Background: an optimization exercise with open tools, aiming at small area and a short achievable clock period. Do not read the settings as production practice.
No functional check of the RTL was part of any run shown here.

## flow/design.v (module list and top-level ports; edited modules follow where they fit)
// module burin_drain_fp: 1300 lines
module burin_drain_fp (
    input  wire        clk,
    input  wire        rst,
    input  wire        in_valid,
    input  wire        in_acc_fp,
    input  wire [31:0] in_acc,
    input  wire [31:0] in_scale,
    input  wire [2:0]  in_fmt,
    output reg         out_valid,
    output reg  [31:0] out_data,
    output reg         out_sat
);
  // ...
==> flow/flow/run.sh <==
#!/bin/bash
# Standard synthesis and layout. Timing repair (floorplan, post-place, CTS, global route)
# works on every path whose setup slack at the design's clock period is below the margin in
# flow/margin.txt, and may resize cells across footprints. The constraints are the design's.
set -euo pipefail
MARGIN=$(cat flow/margin.txt)
bash standard.sh synth > synth_make.log 2>&1
bash standard.sh SETUP_SLACK_MARGIN=$MARGIN MATCH_CELL_FOOTPRINT=0 SKIP_GATE_CLONING=1 finish > layout_make.log 2>&1
==> flow/flow/margin.txt <==
17.3
==> flow/standard.sh <==
#!/bin/bash
# synth_recipe.tcl (not shown) runs the flow's synth.tcl, then flattens the netlist and writes it again
# the make line also repeats each setting of config.mk as NAME=value (left out here)
make -C /OpenROAD-flow-scripts/flow DESIGN_CONFIG=/design/flow/config.mk WORK_HOME=/design/flow/orfs CLKGATE_MAP_FILE= SYNTH_SCRIPT=/design/flow/synth_recipe.tcl "${@:-finish}"
==> flow/config.mk <==
export PLATFORM = sky130hd
export DESIGN_NAME = burin_drain_fp
export DESIGN_NICKNAME = burin_drain_fp
export VERILOG_FILES = /design/flow/design.v
export SDC_FILE = /design/flow/constraint.sdc
export NUM_CORES = 4
export LEC_CHECK = 0
export CAP_MARGIN = 20
export CORE_MARGIN = 2
export CORE_UTILIZATION = 40
export PLACE_DENSITY = 0.6
export SLEW_MARGIN = 20
==> flow/constraint.sdc <==
create_clock -name core_clock -period 23.0 [get_ports {clk}]
set_input_delay 4.6000 -clock core_clock [delete_from_list [all_inputs] [get_ports {clk}]]
set_output_delay 4.6000 -clock core_clock [all_outputs]
set_load 0.01 [all_outputs]
==> results.cfg, run 1 <==
[finish]
fillCellCount = 7980
area_delta_synth_final_pct = 20.2
layout.nonclk_buf_share_pct = 7.47
diodes = 2
mostFrequentLayoutCells = inv_1 (553), xnor2_1 (394), a22oi_1 (351)

[logic_synthesis]
syn_avg_cell_area_um2 = 8.60
synth_common_cells = inv_1 (560), xnor2_1 (401), a22oi_1 (355)
ys_ff_latch = 281
synthXorXnorAreaFrac_pct = 14.2
syn_nets = 4578
yosys_warnings = 1
synth_top_family_by_area = adder cells
synth_compound_area_share_pct = 17.8

[clocking]
clock-sinks = 281
cts_setup_buffers = 51
clock_latency_ns = 0.60
cts_root_buffer = clkbuf_16
cts.clk_slew.worst_paths_ns = 0.06

[timing]
tightestPinTransition_ns = 1.10
fin_crit_sh_pct = 25.4
period_minus_slack_ns = 5.83

[min_path]
holdPathStages = 0
holdPathEnd = p_nan

[worst_setup_path]
cp.required_ns = 23.51
crit_path_end_kind = flop
crit_end = out_data[10]
arrival_ns = 6.34
slowest_stage = mux4_2
ff2ff_path_depth = 28
startpoint_type = flop
regToRegSetupSlack_ns = 17.17

[global_routing]
grt_use_met2_pct = 40.1
top_usage_layer = met2
grt_max_degree = 58

[placed_design]
dp_cells = 5013

[routing]
wl_met2_um = 51800

[run_status]
status = complete, no violations
==> run 2: changes to the inputs <==
--- a/flow/design.v
+++ b/flow/design.v
@@ -1234,31 +1234,113 @@
         case (p_fmt)
             3'd0:    up_bit = p_win[5];
             3'd1:    up_bit = p_win[4];
             3'd2:    up_bit = p_win[9];
             3'd3:    up_bit = p_win[12];
             default: up_bit = p_win[25];
         endcase
     end
-    wire        up  = p_norm & up_bit;
-    wire [25:0] win = up ? {1'b0, p_win[25:1]} : p_win;
-    wire [24:0] rs  = win[25:1] + {24'd0, win[0]};    
-    reg [1:0]  hb;
-    reg [22:0] man;
+    wire        up = p_norm & up_bit;
+    wire [25:0] v  = up ? {1'b0, p_win[25:1]} : p_win;
+    wire pa0_0 = v[0];
+    wire pa1_0 = v[1];
+    wire pa2_0 = v[2];
+    wire pa3_0 = v[3];
+    wire pa4_0 = v[4];
+    wire pa5_0 = v[5];
+    wire pa6_0 = v[6];
+    wire pa7_0 = v[7];
+    wire pa8_0 = v[8];
+    wire pa9_0 = v[9];
+    wire pa10_0 = v[10];
+    wire pa11_0 = v[11];
+    wire pa12_0 = v[12];
+    wire pa13_0 = v[13];
+    wire pa14_0 = v[14];
+    wire pa15_0 = v[15];
+    wire pa16_0 = v[16];
+    wire pa17_0 = v[17];
+    wire pa18_0 = v[18];
+    wire pa19_0 = v[19];
+    wire pa20_0 = v[20];
+    wire pa21_0 = v[21];
+    wire pa22_0 = v[22];
+    wire pa23_0 = v[23];
+    wire pa1_1 = pa1_0 & pa0_0;
+    wire pa3_1 = pa3_0 & pa2_0;
+    wire pa5_1 = pa5_0 & pa4_0;
+    wire pa7_1 = pa7_0 & pa6_0;
+    wire pa9_1 = pa9_0 & pa8_0;
+    wire pa11_1 = pa11_0 & pa10_0;
+    wire pa13_1 = pa13_0 & pa12_0;
+    wire pa15_1 = pa15_0 & pa14_0;
+    wire pa17_1 = pa17_0 & pa16_0;
+    wire pa19_1 = pa19_0 & pa18_0;
+    wire pa21_1 = pa21_0 & pa20_0;
+    wire pa23_1 = pa23_0 & pa22_0;
+    wire pa2_2 = pa2_0 & pa1_1;
+    wire pa3_2 = pa3_1 & pa1_1;
+    wire pa6_2 = pa6_0 & pa5_1;
+    wire pa7_2 = pa7_1 & pa5_1;
+    wire pa10_2 = pa10_0 & pa9_1;
+    wire pa11_2 = pa11_1 & pa9_1;
+    wire pa14_2 = pa14_0 & pa13_1;
+    wire pa15_2 = pa15_1 & pa13_1;
+    wire pa18_2 = pa18_0 & pa17_1;
+    wire pa19_2 = pa19_1 & pa17_1;
+    wire pa22_2 = pa22_0 & pa21_1;
+    wire pa23_2 = pa23_1 & pa21_1;
+    wire pa4_3 = pa4_0 & pa3_2;
+    wire pa5_3 = pa5_1 & pa3_2;
+    wire pa6_3 = pa6_2 & pa3_2;
+    wire pa7_3 = pa7_2 & pa3_2;
+    wire pa12_3 = pa12_0 & pa11_2;
+    wire pa13_3 = pa13_1 & pa11_2;
+    wire pa14_3 = pa14_2 & pa11_2;
+    wire pa15_3 = pa15_2 & pa11_2;
+    wire pa20_3 = pa20_0 & pa19_2;
+    wire pa21_3 = pa21_1 & pa19_2;
+    wire pa22_3 = pa22_2 & pa19_2;
+    wire pa23_3 = pa23_2 & pa19_2;
+    wire pa8_4 = pa8_0 & pa7_3;
+    wire pa9_4 = pa9_1 & pa7_3;
+    wire pa10_4 = pa10_2 & pa7_3;
+    wire pa11_4 = pa11_2 & pa7_3;
+    wire pa12_4 = pa12_3 & pa7_3;
+    wire pa13_4 = pa13_3 & pa7_3;
+    wire pa14_4 = pa14_3 & pa7_3;
+    wire pa15_4 = pa15_3 & pa7_3;
+    wire pa16_5 = pa16_0 & pa15_4;
+    wire pa17_5 = pa17_1 & pa15_4;
+    wire pa18_5 = pa18_2 & pa15_4;
+    wire pa19_5 = pa19_2 & pa15_4;
+    wire pa20_5 = pa20_3 & pa15_4;
+    wire pa21_5 = pa21_3 & pa15_4;
+    wire pa22_5 = pa22_3 & pa15_4;
+    wire pa23_5 = pa23_3 & pa15_4;
+    wire [23:0] pa = {pa23_5, pa22_5, pa21_5, pa20_5, pa19_5, pa18_5, pa17_5, pa16_5, pa15_4, pa14_4, pa13_4, pa12_4, pa11_4, pa10_4, pa9_4, pa8_4, pa7_3, pa6_3, pa5_3, pa4_3, pa3_2, pa2_2, pa1_1, pa0_0};    
+    wire [22:0] frac = v[23:1] ^ pa[22:0];    
+    reg hid, cm;
     always @(*) begin
         case (p_fmt)
-            3'd0:    begin hb = rs[4:3];   man = {20'd0, rs[2:0]};  end
-            3'd1:    begin hb = rs[3:2];   man = {21'd0, rs[1:0]};  end
-            3'd2:    begin hb = rs[8:7];   man = {16'd0, rs[6:0]};  end
-            3'd3:    begin hb = rs[11:10]; man = {13'd0, rs[9:0]};  end
-            default: begin hb = rs[24:23]; man = rs[22:0];          end
+            3'd0:    begin hid = v[4];  cm = pa[3];  end
+            3'd1:    begin hid = v[3];  cm = pa[2];  end
+            3'd2:    begin hid = v[8];  cm = pa[7];  end
+            3'd3:    begin hid = v[11]; cm = pa[10]; end
+            default: begin hid = v[24]; cm = pa[23]; end
         endcase
     end
-    wire [9:0] ef = {1'b0, p_base} + {8'd0, hb} + {9'd0, up};
+    wire [9:0] bq0 = {1'b0, p_base};
+    wire [9:0] bq1 = {1'b0, p_base} + 10'd1;
+    wire [9:0] bq2 = {1'b0, p_base} + 10'd2;
+    wire [9:0] bq3 = {1'b0, p_base} + 10'd3;
+    wire [1:0] jj = {1'b0, up} + {1'b0, hid} + {1'b0, cm};
+    wire [9:0] ef = (jj == 2'd0) ? bq0 : (jj == 2'd1) ? bq1 : (jj == 2'd2) ? bq2 : bq3;
+    wire [22:0] man = frac;
     reg [31:0] d_data;
     reg        d_sat;
     always @(*) begin
         d_sat  = 1'b0;
         d_data = 32'd0;
         case (p_fmt)
             3'd0: begin
                 if (p_nan) d_data = 32'h7F;
==> run 2 against run 1 <==
  * Still clean
  * Clock-buffer cell count rose by 5
  * Cell count rose by 0.58%
  * Die area rose by 1.4%
  * Worst hold slack improved by 0.011 ns
  * Flip-flop and latch count did not move
  * Critical path type unchanged
  * Largest cell class unchanged
  * Highest routed layer is now met4
==> results.cfg, run 2 <==
[run_status]
status = complete, no violations

[logic_synthesis]
synth_top_area_share_pct = 19.5
yosysSeqAreaShare_pct = 16.2
yosysTopAreaCell = fa_1
synth_cells = 4009
synth.most_common_cell = inv_1
ys.flop_type = dfxtp_1
synth-edff-count = 0
ys_ff_latch = 281
ys_async_sr_fraction_pct = 0
syn_nets = 4612
syn_avg_cell_area_um2 = 8.67
synth_area_um2 = 34700
synth.area.top_cells = fa_1 (19%), dfxtp_1 (16%), xnor2_1 (11%)
yosys_warnings = 1
synth_common_cells = inv_1 (581), xnor2_1 (429), a22oi_1 (353)
synthDistinctLibCells = 95

[timing]
tightestPinTransition_ns = 1.10
final_max_slew_viol_count = 0
skew_ns = 0.0368
period_minus_slack_ns = 5.66
fin_tns_setup_ns = 0
setup_viol = 0
timing.fmax_ghz = 0.177
rsz0062_at_grt = yes
fin_crit_sh_pct = 24.6
relSlewSlack_pct = 27.0
finalHoldViolCount = 0

[clocking]
clock_latency_ns = 0.60
cts.clk_slew.worst_paths_ns = 0.06
numCtsBuffers = 39
hold_buffers = 0
cts_root_buffer = clkbuf_16
cts_max_level = 2
clock-sinks = 281
cts_tree = done
cts_buffer_depth = 3

[worst_setup_path]
regToRegSetupSlack_ns = 17.34
cp.required_ns = 23.46
startpoint_type = flop
cp_max_fo = 5
max_stage_delay_ns = 0.56
arrival_ns = 6.12
path_class = reg -> reg
slowest_stage = mux4_2
crit_path_end_kind = flop
ff2ff_path_depth = 29
r2r_end = p_win[11]
timing.rr.start = c_y[4]

[placed_design]
place_hpwl_um = 77800
place_area_um2 = 37000
gp_congestion = 0.912
numPortBuffers = 104

[floorplanning]
dieArea_um2 = 89200
core_area_um2 = 86500
ioPinCount = 105
floorplan.initialDensity_pct = 40.2
placementRows = 108
die_h_um = 299
dieWidth_um = 299

[global_routing]
grt_pass1_wl_um = 175000
gr-total-overflow = 0
grt_pass1_vias = 29500
use_met1_pct = 32.8
grt_use_total_pct = 25.0
top_usage_layer = met2
grt_antenna_before_repair = 0
grt_util_met3_pct = 4.87
grt_max_degree = 53
grt_use_met2_pct = 39.4

[finish]
design_area_um2 = 40500
drive_gt1_share_pct = 13.7
final_nets = 4648
regMostFlops = c_x
area_delta_synth_final_pct = 16.5
reg.largest.list = c_x x56, c_y x54
diodes = 0
largest_reg_flops = 56
final_util_pct = 46.8
final_common_cell = inv_1
mostFrequentLayoutCells = inv_1 (573), xnor2_1 (423), a22oi_1 (349)

[routing]
wl_per_cell_um = 22.1
avgViaCountPerCell = 5.75
totalWireLength_um = 116000
vias = 30100
remaining_drc_errors = 0
drtAntennaViolNets = 0
drtIter0Drc = 3028
first_pass_iters = 6

[min_path]
holdPathStages = 0
min_path_type = reg -> reg
holdPathEnd = p_sign
min_from = c_sign

[flow_run]
maxCapViolations = 0
-- run 2: cell types whose count changed in the layout (fill, tap and decap cells not counted), moves of 20 or more --
cell	before	now
inv_1	553	573
xnor2_1	394	423
mux2i_1	68	101
a21oi_1	135	159
o21ai_0	62	86
nor2_1	150	125
mux2i_2	41	19
-- run 2: logic make-up (layout without fill, tap and decap cells) --
kind of cell,after synthesis,in the layout,synth area share (%)
flops,281,281,16.2
compound gates,929,929,18.4
mux,185,185,5.95
buf+inv,887,954,9.81
simple gates,622,622,8.76
fa+ha+maj,536,536,26.6
xor+xnor,569,569,14.3
-- run 2: layout make-up --
class | instances | area [µm²]
fill | 8334 | 46000
tap | 1155 | 1450
clock inverter | 21 | 249
inverter | 591 | 2240
timing repair buffer | 291 | 2730
sequential | 281 | 5660
clock buffer | 51 | 1080
multi-input combinational | 2841 | 27100
-- run 2: routing by layer --
metal / part of all wire, % / up-vias / wire (µm)
li1: - / 13500 / -
met5: 0 / - / 0
met4: 5.2 / 0 / 6010
met3: 9.3 / 381 / 10700
met1: 41 / 14600 / 47100
met2: 45 / 1576 / 51800
-- run 2: worst max-delay path by stage --
stage,start,to,slack (ns),depth (start not counted)
after CTS,out_data[20],out_data[20],17.30,1
after global placement,c_x[4],p_win[12],15.51,27
final,c_y[4],p_win[11],17.34,29
after global routing,c_y[4],p_win[3],17.16,29
after floorplan,p_fmt[0],out_data[11],17.31,25
after detailed placement,c_x[4],p_win[12],15.39,27
-- run 2: worst max-delay path, delay by kind of cell (launching register included) --
kind                     cells  cell delay, ns
adder cells (fa/ha/maj)      3            0.81
buffers and inverters        6            0.70
XOR/XNOR                     1            0.14
multiplexers                 1            0.56
flip-flops                   1            0.36
AO/OA/AOI/OAI               16            2.55
AND/OR/NAND/NOR              2            0.43
-- run 2: stage by stage --
stage	cells	worst slack, ns	hold WS (ns)
2_1_floorplan	4009	17.31	0.310
3_5_place_dp	5054	15.39	0.325
6_report	5231	17.34	0.332
4_1_cts	5178	17.30	0.339
5_1_grt	5231	17.16	0.346
3_3_place_gp	5054	15.51	0.323
-- run 2: timing repair --
item                                    CTS  global route
pin swaps                                15            59
resized for setup                       152           188
setup buffers                            52            53
endpoints found under the hold margin     0             0
endpoints found under the setup margin  107            60

port drivers added, routing unchanged:
The results above use ideal ports. As a check the final layouts listed here were re-extracted and re-timed, cells and wires unchanged.
Step 1 sets driving cells, clkbuf_16 on the clock port and buf_2 on the other inputs (assumed; they add their load-dependent delay and slew).
Step 2 adds t to the input delays and takes it off the output delays; t is the mean of the earliest and latest rising clock arrival at the registers after step 1. Input paths then give back, and output paths get back, about the clock's delay inside the block.
Three values: ideal ports, drivers, drivers and shift; two values: the first two.
| run | t (ns) | setup WS [ns] | worst setup path after step 2 | worst register clock-pin slew, ns | worst slew at a driven data input, ns |
|---|---|---|---|---|---|
| run 1 | 0.653 | 17.169 / 17.169 / 17.169 | register to register | 0.08 / 0.08 | 0.04 |
| run 2 | 0.645 | 17.335 / 17.281 / 17.335 | register to register | 0.06 / 0.06 | 0.04 |
After both steps setup and hold are still met in every run listed.
